This is an optimization exercise on Yosys and OpenROAD, whose aim is small area, a short achievable clock period and few clock cycles per item, not a production implementation.
In this exercise RTL edits were held to simulation tests only and were not proved equivalent to the original.
Power is estimated from default activity; no workload was simulated.

## contone_block_enc
module contone_block_enc (
    input  wire       clk,
    input  wire       rst,           
    input  wire       in_valid,
    output wire       in_ready,
    input  wire [7:0] in_cur,        
    input  wire [7:0] in_prev,       
    input  wire       in_sol,        
    output wire       out_valid,
    input  wire       out_ready,
    output wire [7:0] out_data,
    output wire       out_last       
);
Size in the first run: about 1900 flip-flops.
clock: 17.0 ns
lec_check: 0
cap_margin: 20
core_margin: 2
core_utilization: 40
slew_margin: 20
standard.sh (not shown) runs the stock make flow with config.mk's settings and CLKGATE_MAP_FILE= SYNTH_SCRIPT=/design/flow/synth_recipe.tcl, a recipe that flattens the netlist after the stock synthesis.
==> flow/flow/run.sh <==
#!/bin/bash
# Standard layout, with timing repair aimed at a shorter period than the
# clock's (the clock and all constraints are unchanged), gate sizing not
# tied to the cell footprint, and larger clock-sink clusters.
set -euo pipefail
bash standard.sh SETUP_SLACK_MARGIN=12.45 MATCH_CELL_FOOTPRINT=0 CTS_CLUSTER_SIZE=24 CTS_CLUSTER_DIAMETER=100 finish > standard_flow.log 2>&1
Testbench counts at the start, summed over its fixed seeds: cycles 167,102, blocks 2,560.
Change:
--- a/flow/design.v
+++ b/flow/design.v
@@ -5,20 +5,20 @@
     output wire       in_ready,
     input  wire [7:0] in_cur,        
     input  wire [7:0] in_prev,       
     input  wire       in_sol,        
     output wire       out_valid,
     input  wire       out_ready,
     output wire [7:0] out_data,
     output wire       out_last       
 );
-    localparam integer T  = 13;          
-    localparam integer WS = 63;          
+    localparam integer T  = 16;          
+    localparam integer WS = 65;          
     localparam integer L  = WS + T;      
     function [7:0] zz;                   
         input [7:0] e;
         zz = {e[6:0], 1'b0} ^ {8{e[7]}};
     endfunction
     function [31:0] res4;
         input [7:0] c, w, n, nw;
         reg   [7:0] dw, dn, da, dg;
         reg   [8:0] da9;
@@ -113,21 +113,20 @@
             case (p)
                 2'd0: pred = w;
                 2'd1: pred = n;
                 2'd2: pred = sum[8:1];
                 default: pred = (nw >= w && nw >= n) ? ((w < n) ? w : n) :
                                 (nw <= w && nw <= n) ? ((w < n) ? n : w) : g;
             endcase
         end
     endfunction
-    reg        in_ready_n;           
+    reg        in_ready_r;
     reg        in_ready_p;           
-    wire       in_ready_r = !in_ready_n;
     reg        r_v, r_sol, r_rebase;
     reg [7:0]  r_cur, r_prev;
     assign in_ready = in_ready_p;
     wire       acc_now = in_valid && in_ready_r;
     wire       empty_now;
     always @(posedge clk) begin
         r_cur    <= in_cur;
         r_prev   <= in_prev;
         r_sol    <= in_sol;
@@ -272,24 +271,21 @@
     reg         po_v, po_l;
     reg  [7:0]  po_d;
     wire        o_load   = !o_v || out_ready;
     wire        o_l_n    = s_v ? s_l : pop_last;
     wire [7:0]  o_d_n    = s_v ? s_d : a_acc[23:16];
     wire        pop      = !s_v && (a_n >= 5'd8 || (a_flush && a_n != 5'd0));
     wire        pop_last = a_flush && a_n <= 5'd8;
     wire [4:0]  n_pop    = !pop ? a_n : (a_n >= 5'd8 ? a_n - 5'd8 : 5'd0);
     wire        flush_stay = a_flush && !(pop && pop_last);
+    wire        push     = sa_v && !flush_stay && {1'b0, n_pop} + {1'b0, chunk_n} <= 6'd24;
     wire [15:0] chunk    = sa_lg ? ~(16'hFFFF >> sa_p1) : s_both ? sab_code : sa_code;
     wire [4:0]  chunk_n  = sa_lg ? sa_p1 : s_both ? sab_len : sa_len;
-    wire [5:0]  n_plus   = {1'b0, a_n} + {1'b0, chunk_n};
-    wire        fits     = !pop ? n_plus <= 6'd24 :
-                           (a_n >= 5'd8) ? n_plus <= 6'd32 : 1'b1;
-    wire        push     = sa_v && !flush_stay && fits;
     wire        a_gone   = push && !sa_lg;                    
     wire        all_gone = a_gone && (s_both || !sb_v);       
     wire        end_sent = all_gone && (s_both ? sb_end : sa_end);
     wire [23:0] acc_pop  = pop ? {a_acc[15:0], 8'd0} : a_acc;
     wire [23:0] acc_ins  = {chunk, 8'd0} >> n_pop;    
     wire        c_load   = !sa_v || all_gone;
     wire        e1_free  = !e1_v || c_load;
     wire        e0_free  = !e0_v || e1_free;
     wire [26:0] code_a   = code_of(e1_raw, e1_va, e1_k);
@@ -415,20 +411,20 @@
                 rpar <= !rpar;
                 es   <= E_IDLE;
             end
         end
         freed <= skip ? 7'd63 : {5'd0, nread};
         occ   <= occ_r;
         if (acc_now)          ph <= 7'd0;
         else if (ph == L - 1) ph <= 7'd0;
         else                  ph <= ph + 7'd1;
-        in_ready_n <= !(space_n && (acc_now || ph == L - 1 || (empty_now && !r_v)));
-        in_ready_p <= space_n && (acc_now || ph == L - 1 || (empty_now && !r_v));
+        in_ready_r <= space_n && (acc_now || ph == L - 1 || (empty_now && !r_v));
+        in_ready_p <= space_n && ((in_valid && in_ready_p) || ph == L - 1 || (empty_now && !r_v));
         if (r_rebase) begin
             rp  <= L - WS;                       
             win <= {T{1'b0}};
         end else if (skip) begin
             rp  <= rp_skip;
             win <= win_skip;
         end else if (nread == 2'd2) begin
             rp  <= rp_dec;
             win <= {rp == T, win[T-1:1]};
@@ -463,17 +459,17 @@
             a_n        <= 5'd0;
             a_flush    <= 1'b0;
             o_v        <= 1'b0;
             s_v        <= 1'b0;
             occ        <= 7'd0;
             freed      <= 7'd0;
             ph         <= 7'd0;
             rp         <= 7'd0;
             win        <= {{(T-1){1'b0}}, 1'b1};
-            in_ready_n <= 1'b0;
+            in_ready_r <= 1'b1;
             in_ready_p <= 1'b1;
         end
     end
     assign out_valid = po_v;
     assign out_data  = po_d;
     assign out_last  = po_l;
 endmodule
Effect: Routed wire length came out higher by 4.5%. Synthesized area goes up by 3.1%. Via count came out higher by 3.4%. Register-to-register slack barely changes. Die area came out higher by 3.1%. Design area went up by 4.2%. Maximum frequency is lower by 0.88%. Cell count went up by 3.5%. First-iteration DRC count went down by 2.5%. Clock-buffer cell count came out higher by 3.
Testbench counts after the change, summed over its fixed seeds: cycles 165,119, blocks 2,560.


the baseline:
contone_block_enc, a different RTL version from the one above (not shown whole).
For scale: roughly 7200 cells after synthesis, roughly 32 I/O pins.
export LEC_CHECK = 0
export CAP_MARGIN = 20
export CORE_MARGIN = 2
export CORE_UTILIZATION = 40
export SLEW_MARGIN = 20
create_clock -name core_clock -period 17.0 [get_ports {clk}]
Scripts as last shown in full above: flow/flow/run.sh
The baseline: done, clean on timing, DRC and antenna
Testbench counts of the baseline, summed over its fixed seeds: cycles 167,102, blocks 2,560.
Changes in the candidate relative to the baseline:
--- a/flow/design.v
+++ b/flow/design.v
@@ -288,23 +288,21 @@
     wire        end_sent = all_gone && (s_both ? sb_end : sa_end);
     wire [23:0] acc_pop  = pop ? {a_acc[15:0], 8'd0} : a_acc;
     wire [23:0] acc_ins  = {chunk, 8'd0} >> n_pop;    
     wire        c_load   = !sa_v || all_gone;
     wire        e1_free  = !e1_v || c_load;
     wire        e0_free  = !e0_v || e1_free;
     wire [26:0] code_a   = code_of(e1_raw, e1_va, e1_k);
     wire [26:0] code_b   = code_of(e1_raw, e1_vb, e1_k);
     wire [7:0]  q_a      = e1_va >> e1_k;
-    wire [7:0]  q_b      = e1_vb >> e1_k;
-    wire [4:0]  k2       = {1'b0, e1_k, 1'b0} + 5'd2;            
-    wire [4:0]  ab_len   = e1_raw ? 5'd16 : ({2'd0, q_a[2:0]} + {2'd0, q_b[2:0]}) + k2;
+    wire [4:0]  ab_len   = e1_raw ? 5'd16 : code_a[20:16] + code_b[20:16];
     wire [15:0] ab_code  = e1_raw ? {e1_va, e1_vb} :
-                           code_a[15:0] | (((code_b[15:0] >> 1) >> e1_k) >> q_a[2:0]);
+                           code_a[15:0] | ((code_b[15:0] >> ({2'd0, e1_k} + 5'd1)) >> q_a[2:0]);
     wire [7:0]  za       = zz(ac - pa);
     wire [7:0]  zb       = zz(bc - pb);
     wire        sh_a     = {1'b0, za} < thr_8(eb_k);
     wire        sh_b     = {1'b0, zb} < thr_8(eb_k);
     reg  [T-1:0] win;                
     wire        in_win   = |win;
     reg  [15:0] rd_a, rd_b;
     integer     wi;
     always @(*) begin
Findings:
Relative to the baseline, sequential cell area share increased by 0.77 points in the candidate.
Delta (the candidate minus the baseline): sum of routed wire length over all layers decreased by about 0.9% relative to the old numbers, number of gates on the worst path with buffers counted lost 17, average cell area after synthesis neither gained nor lost much.
Stage delay of the slowest cell on the critical path | the candidate below the baseline
Diff the baseline -> the candidate | final area | decrease of 1.6%
Looking at the baseline and the candidate, the power consumed by combinational cells is a wash.
The candidate vs the baseline: synthesized cell count down slightly
| number of multi-input logic gates | the candidate vs the baseline | ≈ equal |
Higher minimum clock period goes to the baseline over the candidate.
Taking the baseline as the reference, in the candidate post-layout worst setup margin climbed 0.099 ns; portion of the post-synthesis area used by sequential elements increased by 0.22 points relative to the old numbers; mux share of post-synthesis cell area ~0 delta.
Testbench counts of the candidate, summed over its fixed seeds: cycles 167,102, blocks 2,560.


== v6 ==
Another version of the RTL of contone_block_enc (not shown whole).
Size in the first run: roughly 7200 cells after synthesis, ~1900 flip-flops, roughly 76000 um2 of cells after synthesis.
Settings: LEC_CHECK=0, CAP_MARGIN=20, CORE_MARGIN=2, CORE_UTILIZATION=40, SLEW_MARGIN=20; clock period 17.0 ns.
Scripts as last shown in full above: flow/flow/run.sh
Testbench counts of v6, summed over its fixed seeds: cycles 167,102, blocks 2,560.
The inputs of v7 differ from those of v6 as listed below.
diff --git a/flow/design.v b/flow/design.v
--- a/flow/design.v
+++ b/flow/design.v
@@ -8,14 +8,14 @@
     input  wire       in_sol,        
     output wire       out_valid,
     input  wire       out_ready,
     output wire [7:0] out_data,
     output wire       out_last       
 );
-    localparam integer T  = 13;          
-    localparam integer WS = 63;          
+    localparam integer T  = 16;          
+    localparam integer WS = 65;          
     localparam integer L  = WS + T;      
     function [7:0] zz;                   
         input [7:0] e;
         zz = {e[6:0], 1'b0} ^ {8{e[7]}};
     endfunction
     function [31:0] res4;
@@ -274,20 +274,20 @@
     wire        o_l_n    = s_v ? s_l : pop_last;
     wire [7:0]  o_d_n    = s_v ? s_d : a_acc[23:16];
     wire        pop      = !s_v && (a_n >= 5'd8 || (a_flush && a_n != 5'd0));
     wire        pop_last = a_flush && a_n <= 5'd8;
     wire [4:0]  n_pop    = !pop ? a_n : (a_n >= 5'd8 ? a_n - 5'd8 : 5'd0);
     wire        flush_stay = a_flush && !(pop && pop_last);
-    wire        push     = sa_v && !flush_stay && {1'b0, n_pop} + {1'b0, chunk_n} <= 6'd24;
+    wire        push     = sa_v && !flush_stay && n_pop <= 5'd8;
     wire [15:0] chunk    = sa_lg ? ~(16'hFFFF >> sa_p1) : s_both ? sab_code : sa_code;
     wire [4:0]  chunk_n  = sa_lg ? sa_p1 : s_both ? sab_len : sa_len;
     wire        a_gone   = push && !sa_lg;                    
     wire        all_gone = a_gone && (s_both || !sb_v);       
     wire        end_sent = all_gone && (s_both ? sb_end : sa_end);
     wire [23:0] acc_pop  = pop ? {a_acc[15:0], 8'd0} : a_acc;
-    wire [23:0] acc_ins  = {chunk, 8'd0} >> n_pop;    
+    wire [23:0] acc_ins  = {chunk, 8'd0} >> n_pop;
     wire        c_load   = !sa_v || all_gone;
     wire        e1_free  = !e1_v || c_load;
     wire        e0_free  = !e0_v || e1_free;
     wire [26:0] code_a   = code_of(e1_raw, e1_va, e1_k);
     wire [26:0] code_b   = code_of(e1_raw, e1_vb, e1_k);
     wire [7:0]  q_a      = e1_va >> e1_k;
Findings:
Higher clock power goes to v7 over v6. v7 reports its capture point of the critical path as out_data[5] while v6 reports in_ready. DRC violation total after the first TritonRoute iteration, v6 and v7: smaller value in v7. The detailed placement HPWL of v7 was inferior to that of v6. [compare] base=v6 new=v7: width of the die rose by 1.3%, global-route usage over all layers rose by 0.45 points, time the worst path needs with I/O delays and setup fell by 0.086 ns. From v6 to v7 the numbers moved as follows: routed length per instance climbed about 4.3%, hold buffer count at CTS barely changed.
Testbench counts of v7, summed over its fixed seeds: cycles 167,146, blocks 2,560.

==> afterwards: timing with drivers on the ports <==
The results above use ideal ports. As a check the final layouts listed here were re-extracted and re-timed, cells and wires unchanged. Step 1 assumes that a clkbuf_16 drives the clock port and a buf_2 every other input. Step 2 times the ports against the registers' clock, not the clock port: input delays grow and output delays shrink by t, the midpoint of the rising clock arrivals with the driver on. Slacks: ideal ports / drivers / drivers and shift; pairs: ideal ports / drivers.
run | t, ns | setup slack, ns | hold slack, ns | pins driven straight from the clock port
the first run of note 1 | 0.839 | 12.386 / 12.317 / 12.002 | 0.294 / 0.294 / 0.294 | 1
the second run of note 1 | 0.821 | 12.345 / 12.271 / 12.063 | 0.296 / 0.296 / 0.296 | 1
the baseline | 0.811 | 12.326 / 12.326 / 11.829 | 0.302 / 0.302 / 0.302 | 1
the candidate | 0.808 | 12.426 / 12.340 / 12.088 | 0.306 / 0.306 / 0.306 | 1
v6 | 0.837 | 12.313 / 12.232 / 11.779 | 0.302 / 0.302 / 0.302 | 1
v7 | 0.827 | 12.400 / 12.305 / 12.231 | 0.302 / 0.302 / 0.302 | 1
After both steps setup and hold are still met in every run listed. The setup slack of v6, which loses most, moves by -0.081 ns with the drivers and by -0.534 ns with both steps.
